What follows belongs to an exercise in optimizing a design on an open flow for small area, a short achievable clock period and few clock cycles per item; a production flow would make more cautious choices.
Only simulation tests tie the RTL to the original design; equivalence was not proved.
Power and IR drop assume default switching activity.

==> inputs of run R <==
==> flow/design.v <==
module sp_coder (
    input  wire        clk,
    input  wire        rst,            
    input  wire        in_valid,
    output wire        in_ready,
    input  wire [3:0]  in_slot,
    input  wire [63:0] in_p,           
    input  wire        in_skip,        
    input  wire        in_still,
    input  wire        in_jump,
    input  wire        in_refresh,
    output reg         out_valid,
    input  wire        out_ready,
    output reg  [3:0]  out_slot,
    output reg  [7:0]  out_code,
    output reg         out_esc_valid,
    output reg  [63:0] out_esc
);
    localparam NSLOT = 16;
    localparam [7:0] CODE_JUMP  = 8'h7F;
    localparam [7:0] CODE_TRACK = 8'h81;
    localparam [7:0] CODE_STILL = 8'h80;
    localparam [3:0] HEAD_RST = 4'd14;
    localparam W    = 5;
    localparam NALU = (64 + W - 1) / W;
    reg [63:0] ring_r [0:NSLOT-1];
    reg [63:0] ring_v [0:NSLOT-1];
    reg [3:0] stale_cnt;           
    reg [3:0] head;
    reg       rst_q;               
    reg        a_valid;
    reg        a_match;            
    reg [3:0]  a_slot;
    reg [63:0] a_p;
    reg        a_skip, a_still, a_jump, a_refresh;
    reg        s_valid;
    reg [3:0]  s_slot;
    reg [7:0]  s_code;
    reg        s_esc_valid;
    wire go = a_valid && a_match && !s_valid;
    wire out_free = !out_valid || out_ready;
    reg  s_hit;                    
    wire s_move   = s_valid && (!s_esc_valid || s_hit);
    wire s_valid_n = !rst && (out_free ? (s_valid && !s_move) : (s_valid || go));
    reg  rdy_q;
    assign in_ready = rdy_q;
    wire en_a = !a_valid || go;
    wire [63:0] nr    = ring_r[0];
    wire [63:0] nv    = ring_v[0];
    wire [63:0] r_cur = ~nr;
    wire [63:0] v_cur = ~nv;
    wire [63:0] p     = a_p;
    wire [63:0] su    = p ^ nr ^ nv;
    wire [63:0] cy    = {(p[62:0] & nr[62:0]) | (p[62:0] & nv[62:0]) | (nr[62:0] & nv[62:0]), 1'b1};
    wire [15:0] e_lo  = {1'b0, su[14:0]} + {1'b0, cy[14:0]} + 16'd1;
    wire        c15   = e_lo[15];
    wire [15:0] t16   = su[15:0] + cy[15:0] + 16'd129;
    wire [48:0] ha    = su[63:15];
    wire [48:0] hb    = cy[63:15];
    wire [48:0] hx    = ha ^ hb;
    wire        all0  = (hx[0] == c15)  && ((ha[47:0] | hb[47:0]) == hx[48:1]);
    wire        all1  = (hx[0] == !c15) && ((ha[47:0] & hb[47:0]) == ~hx[48:1]);
    wire        lo_ok = all0 ? (t16[15:8] < 8'h7F)
                             : (t16[15:8] >= 8'h82 || t16[15:7] == 9'd0);
    wire        c_ok  = (all0 || all1) && lo_ok;
    wire [8:0]  k     = 9'd128 - {1'b0, t16[7:0]};
    wire mode_skip  = a_skip;
    wire mode_still = !a_skip && a_still;
    wire mode_pq    = !a_skip && !a_still && !a_jump;    
    wire mode_p     = !a_skip && !a_still;               
    wire esc        = mode_p && !use_c;
    reg [7:0]  code_fix;
    always @(*) begin
        if (a_skip)                  code_fix = 8'd0;
        else if (a_still)            code_fix = CODE_STILL;
        else if (a_jump)             code_fix = CODE_JUMP;
        else                         code_fix = CODE_TRACK;
    end
    wire       step_ok = mode_pq && !a_refresh;      
    wire       use_c   = step_ok && c_ok;
    wire [7:0] code    = use_c ? t16[15:8] : code_fix;
    reg sel_p, sel_rk, sel_nr, sel_vk;
    wire [63:0] r1_d = sel_p ? p : r_cur;
    wire [63:0] r1_q = ({64{sel_p}} & p) | ({64{sel_rk}} & r_cur);
    wire [63:0] v1_q = ({64{sel_nr}} & nr) | ({64{sel_vk}} & v_cur);
    reg [NALU:1] op_pq;
    reg [NALU:1] op_skip;
    reg [NALU:1] k_neg;
    reg [NALU:1] stp;              
    reg [7:0]    kd [1:NALU];      
    reg [NALU:2] cr;               
    reg [NALU:2] cv;               
    wire [63:0] r_alu [1:NALU];
    wire [63:0] v_alu [1:NALU];
    wire [NALU:1] cr_out, cv_out;
    genvar g, b;
    generate
        for (g = 1; g <= NALU; g = g + 1) begin : alu
            localparam LO = (g - 1) * W;
            localparam HI = (g * W > 64) ? 63 : g * W - 1;
            wire [HI-LO+1:0] crc;
            wire [HI-LO+1:0] cvc;
            if (g == 1) begin : first
                assign crc[0] = 1'b0;
                assign cvc[0] = op_pq[g];
            end else begin : next
                assign crc[0] = cr[g];
                assign cvc[0] = cv[g];
            end
            for (b = LO; b <= HI; b = b + 1) begin : bit_
                wire kb  = (b < 8) ? (stp[g] & kd[g][(b < 8) ? b : 0]) : k_neg[g];
                wire rb  = ring_r[g][b];
                wire vb  = ring_v[g][b];
                wire xb  = op_skip[g] ? vb : kb;
                wire ci  = crc[b-LO];
                wire rn  = rb ^ xb ^ ci;
                wire yb  = op_pq[g] & rn;
                wire di  = cvc[b-LO];
                assign crc[b-LO+1] = (rb & xb) | (rb & ci) | (xb & ci);
                assign cvc[b-LO+1] = (yb & vb) | (yb & di) | (vb & di);
                assign r_alu[g][b] = rn;
                assign v_alu[g][b] = yb ^ vb ^ di;
            end
            if (LO > 0) begin : keep_lo
                assign r_alu[g][LO-1:0] = ring_r[g][LO-1:0];
                assign v_alu[g][LO-1:0] = ring_v[g][LO-1:0];
            end
            if (HI < 63) begin : keep_hi
                assign r_alu[g][63:HI+1] = ring_r[g][63:HI+1];
                assign v_alu[g][63:HI+1] = ring_v[g][63:HI+1];
            end
            assign cr_out[g] = crc[HI-LO+1];
            assign cv_out[g] = cvc[HI-LO+1];
        end
    endgenerate
    always @(posedge clk) begin
        op_pq[1]   <= go && mode_pq;
        op_skip[1] <= go && mode_skip;
        kd[1]      <= k[7:0];
        stp[1]     <= go && use_c;
        k_neg[1]   <= go && use_c && k[8];
    end
    generate
        for (g = 2; g <= NALU; g = g + 1) begin : alu_regs
            always @(posedge clk) begin
                op_pq[g]   <= op_pq[g-1];
                op_skip[g] <= op_skip[g-1];
                k_neg[g]   <= k_neg[g-1];
                kd[g]      <= kd[g-1];
                stp[g]     <= stp[g-1];
                cr[g]      <= cr_out[g-1];
                cv[g]      <= cv_out[g-1];
            end
        end
    endgenerate
    integer j;
    always @(posedge clk) begin
        if (stale_cnt != 4'd0) begin
            ring_r[0] <= ~64'd0;
            ring_v[0] <= ~64'd0;
        end else begin
            ring_r[0] <= ~ring_r[NSLOT-1];
            ring_v[0] <= ~ring_v[NSLOT-1];
        end
        ring_r[1] <= r1_q;
        ring_v[1] <= v1_q;
        for (j = 2; j <= NALU + 1; j = j + 1) begin
            ring_r[j] <= r_alu[j-1];
            ring_v[j] <= v_alu[j-1];
        end
        for (j = NALU + 2; j < NSLOT; j = j + 1) begin
            ring_r[j] <= ring_r[j-1];
            ring_v[j] <= ring_v[j-1];
        end
    end
    always @(posedge clk) begin
        rst_q <= rst;
        if (rst) begin
            stale_cnt <= 4'd15;
            head  <= HEAD_RST;
        end else begin
            if (stale_cnt != 4'd0) stale_cnt <= stale_cnt - 4'd1;
            head  <= head + 4'd1;
        end
    end
    wire       a_valid_n = !rst && (en_a ? in_valid : a_valid);
    wire [3:0] a_slot_n  = en_a ? in_slot : a_slot;
    wire       a_match_n = (a_slot_n == head + 4'd1);
    wire       go_n      = a_valid_n && a_match_n && !s_valid_n;
    wire       skip_n    = en_a ? in_skip  : a_skip;
    wire       still_n   = en_a ? in_still : a_still;
    wire       jump_n    = en_a ? in_jump  : a_jump;
    always @(posedge clk) begin
        sel_p  <= go_n && !skip_n && !still_n;
        sel_rk <= !rst && !(go_n && !skip_n && !still_n);
        sel_nr <= go_n && !skip_n && !still_n && !jump_n;
        sel_vk <= !rst && (!go_n || skip_n || (!still_n && jump_n));
        s_hit  <= ((go ? a_slot : s_slot) == head + 4'd1);
    end
    always @(posedge clk) begin
        a_valid <= a_valid_n;
        a_match <= a_match_n;
        rdy_q   <= !a_valid_n || (a_match_n && !s_valid_n);
        if (en_a) begin
            a_slot    <= in_slot;
            a_p       <= in_p;
            a_skip    <= in_skip;
            a_still   <= in_still;
            a_jump    <= in_jump;
            a_refresh <= in_refresh;
        end
    end
    always @(posedge clk) begin
        s_valid <= s_valid_n;
        if (rst) begin
            out_valid <= 1'b0;
        end else if (out_free) begin
            out_valid <= s_move || go;
        end
    end
    always @(posedge clk) begin
        if (go) begin
            s_slot      <= a_slot;
            s_code      <= code;
            s_esc_valid <= esc;
        end
        if (out_free) begin
            if (s_valid) begin
                out_slot      <= s_slot;
                out_code      <= s_code;
                out_esc_valid <= s_esc_valid;
            end else begin
                out_slot      <= a_slot;
                out_code      <= code;
                out_esc_valid <= esc;
            end
            out_esc <= r1_d;
        end
    end
endmodule
==> flow/flow/run.sh <==
#!/bin/bash
# The standard layout (standard.sh) with two changes:
#  - buffer_ports puts sky130_fd_sc_hd__buf_2 on every input and output port
#    instead of the delay cell it picks by default;
#  - timing repair aims for more setup slack than the standard flow does.
# The clock period and all constraints are the design's. The full make
# output is kept in standard.log.
set -euo pipefail
bash standard.sh "BUFFER_PORTS_ARGS=-buffer_cell sky130_fd_sc_hd__buf_2" SETUP_SLACK_MARGIN=10.3 finish > standard.log 2>&1
==> flow/standard.sh <==
#!/bin/bash
# synth_recipe.tcl (not shown) runs the flow's synth.tcl, then flattens the netlist and writes it again
# the make line also repeats each setting of config.mk as NAME=value (left out here)
make -C /OpenROAD-flow-scripts/flow DESIGN_CONFIG=/design/flow/config.mk WORK_HOME=/design/flow/orfs CLKGATE_MAP_FILE= SYNTH_SCRIPT=/design/flow/synth_recipe.tcl "${@:-finish}"
==> flow/config.mk <==
export PLATFORM = sky130hd
export DESIGN_NAME = sp_coder
export DESIGN_NICKNAME = sp_coder
export VERILOG_FILES = /design/flow/design.v
export SDC_FILE = /design/flow/constraint.sdc
export NUM_CORES = 4
export LEC_CHECK = 0
export CAP_MARGIN = 20
export CORE_MARGIN = 2
export CORE_UTILIZATION = 75
export CTS_CLUSTER_DIAMETER = 120
export CTS_CLUSTER_SIZE = 24
export SLEW_MARGIN = 20
==> flow/constraint.sdc <==
create_clock -name core_clock -period 14.5 [get_ports {clk}]
set_input_delay 2.9000 -clock core_clock [delete_from_list [all_inputs] [get_ports {clk}]]
set_output_delay 2.9000 -clock core_clock [all_outputs]
set_load 0.01 [all_outputs]
==> run Y (differences from run R) <==
--- a/flow/design.v
+++ b/flow/design.v
@@ -27,3 +27,3 @@
     reg [63:0] ring_v [0:NSLOT-1];
-    reg [3:0] stale_cnt;           
+    reg [NSLOT-1:1] stale;
     reg [3:0] head;
@@ -56,3 +56,3 @@
     wire        c15   = e_lo[15];
-    wire [15:0] t16   = su[15:0] + cy[15:0] + 16'd129;
+    wire [15:0] e16   = {su[15] ^ cy[15] ^ c15, e_lo[14:0]};
     wire [48:0] ha    = su[63:15];
@@ -62,5 +62,6 @@
     wire        all1  = (hx[0] == !c15) && ((ha[47:0] & hb[47:0]) == ~hx[48:1]);
-    wire        lo_ok = all0 ? (t16[15:8] < 8'h7F)
-                             : (t16[15:8] >= 8'h82 || t16[15:7] == 9'd0);
+    wire        lo_ok = all0 ? (e16[15] == 1'b0 && e16[14:0] <= 15'h7E7F)
+                             : (e16[15] == 1'b1 && e16[14:0] >= 15'h0180);
     wire        c_ok  = (all0 || all1) && lo_ok;
+    wire [15:0] t16   = su[15:0] + cy[15:0] + 16'd129;      
     wire [8:0]  k     = 9'd128 - {1'b0, t16[7:0]};
@@ -157,3 +158,3 @@
     always @(posedge clk) begin
-        if (stale_cnt != 4'd0) begin
+        if (stale[NSLOT-1]) begin
             ring_r[0] <= ~64'd0;
@@ -178,6 +179,6 @@
         if (rst) begin
-            stale_cnt <= 4'd15;
+            stale <= {(NSLOT-1){1'b1}};
             head  <= HEAD_RST;
         end else begin
-            if (stale_cnt != 4'd0) stale_cnt <= stale_cnt - 4'd1;
+            stale <= {stale[NSLOT-2:1], 1'b0};
             head  <= head + 4'd1;
--- a/flow/config.mk
+++ b/flow/config.mk
@@ -9,3 +9,3 @@
 export CORE_MARGIN = 2
-export CORE_UTILIZATION = 75
+export CORE_UTILIZATION = 60
 export CTS_CLUSTER_DIAMETER = 120
==> run summary <==
Run R finished with timing, DRC and antenna clean. Run Y completed with no timing, DRC or antenna violations.
Against run R, the global-route usage of run Y is lower by 12 points.
Of run Y and run R, run Y has the higher hold slack (gap 10 ps).
Of run R and run Y, run Y has the higher flip-flop and latch count (gap 11).
In run R the total power is larger than in run Y, by 1.2%.
Combinational power: run Y is lower than run R (about 10%).
Sequential power is about the same in run Y and run R.
In run Y the register-to-register slack is higher than in run R, by 440 ps.
First-iteration DRC count: run Y is smaller than run R (28%).
Against run Y, the fmax of run R is smaller by 1.6%.
In clock skew, run R and run Y hardly differ.
Non-clock buffer count: run R is higher than run Y (18).
==> figures <==
quantity	run Y	run R
Status	no timing/DRC/antenna violations	no timing/DRC/antenna violations
Worst setup endpoint	out_code[7]	out_code[0]
Wire length on met1	51,700 µm	52,600 µm
Maximum number of pins on one net before global-route repair	81	79
Resized Gates After CTS	3	30
Leakage power	27.4 nW	27.4 nW
Switching share of power	0.207	0.218
Filler cells	7,281	3,554
Slowest stage cell, crit path	sky130_fd_sc_hd__edfxtp_1	sky130_fd_sc_hd__fa_1
Fraction of the mapped netlist area in adder cells	0.0914	0.0910
Placeable Area	100,000 µm²	79,300 µm²
Net switching power figure	2.11 mW	2.24 mW
Sequential power share	0.649	0.640
Max incr delay on CP	530 ps	490 ps
Vias after detailed routing	26,400	28,800
Overall die area	104,000 µm²	82,700 µm²
Mapped Nets	4,433	4,382
Final net count	4,651	4,620
Maximum fanout along the worst path	1	3
Number of antenna violations at the first check in global routing	8	6
Flip-flop and latch power	6.60 mW	6.58 mW
Number of multi-input combinational cells	1,351	1,336
Clock group share of total power	0.314	0.320
Testbench counts of run R, summed over its fixed seeds: cycles 6,160, items 6,144.
Testbench counts of run Y, summed over its fixed seeds: cycles 6,160, items 6,144.

afterwards: timing with drivers on the ports:
In the flow no input, the clock included, has a driving cell. The finished layouts below were timed again as built, in two steps. Step 1, drivers: a clkbuf_16 drives clk and a buf_2 each remaining input, both assumed. Step 2 times the ports against the registers' clock, not the clock port: input delays grow and output delays shrink by t, the midpoint of the rising clock arrivals with the driver on. Three values: ideal, step 1, step 2; two values: the first two.
run | t (ns) | setup slack, ns | worst hold slack (ns) | clock arrival spread, ns | slew at the worst register clock pin (ns)
run R | 0.762 | 10.087 / 10.087 / 9.607 | 0.305 / 0.305 / 0.305 | 0.042 / 0.043 | 0.10 / 0.10
run Y | 0.774 | 10.157 / 10.089 / 9.872 | 0.315 / 0.315 / 0.315 | 0.040 / 0.039 | 0.10 / 0.10
After both steps setup and hold are still met in every run listed. The setup slack of run R, which loses most, moves by 0.000 ns with the drivers and by -0.480 ns with both steps.
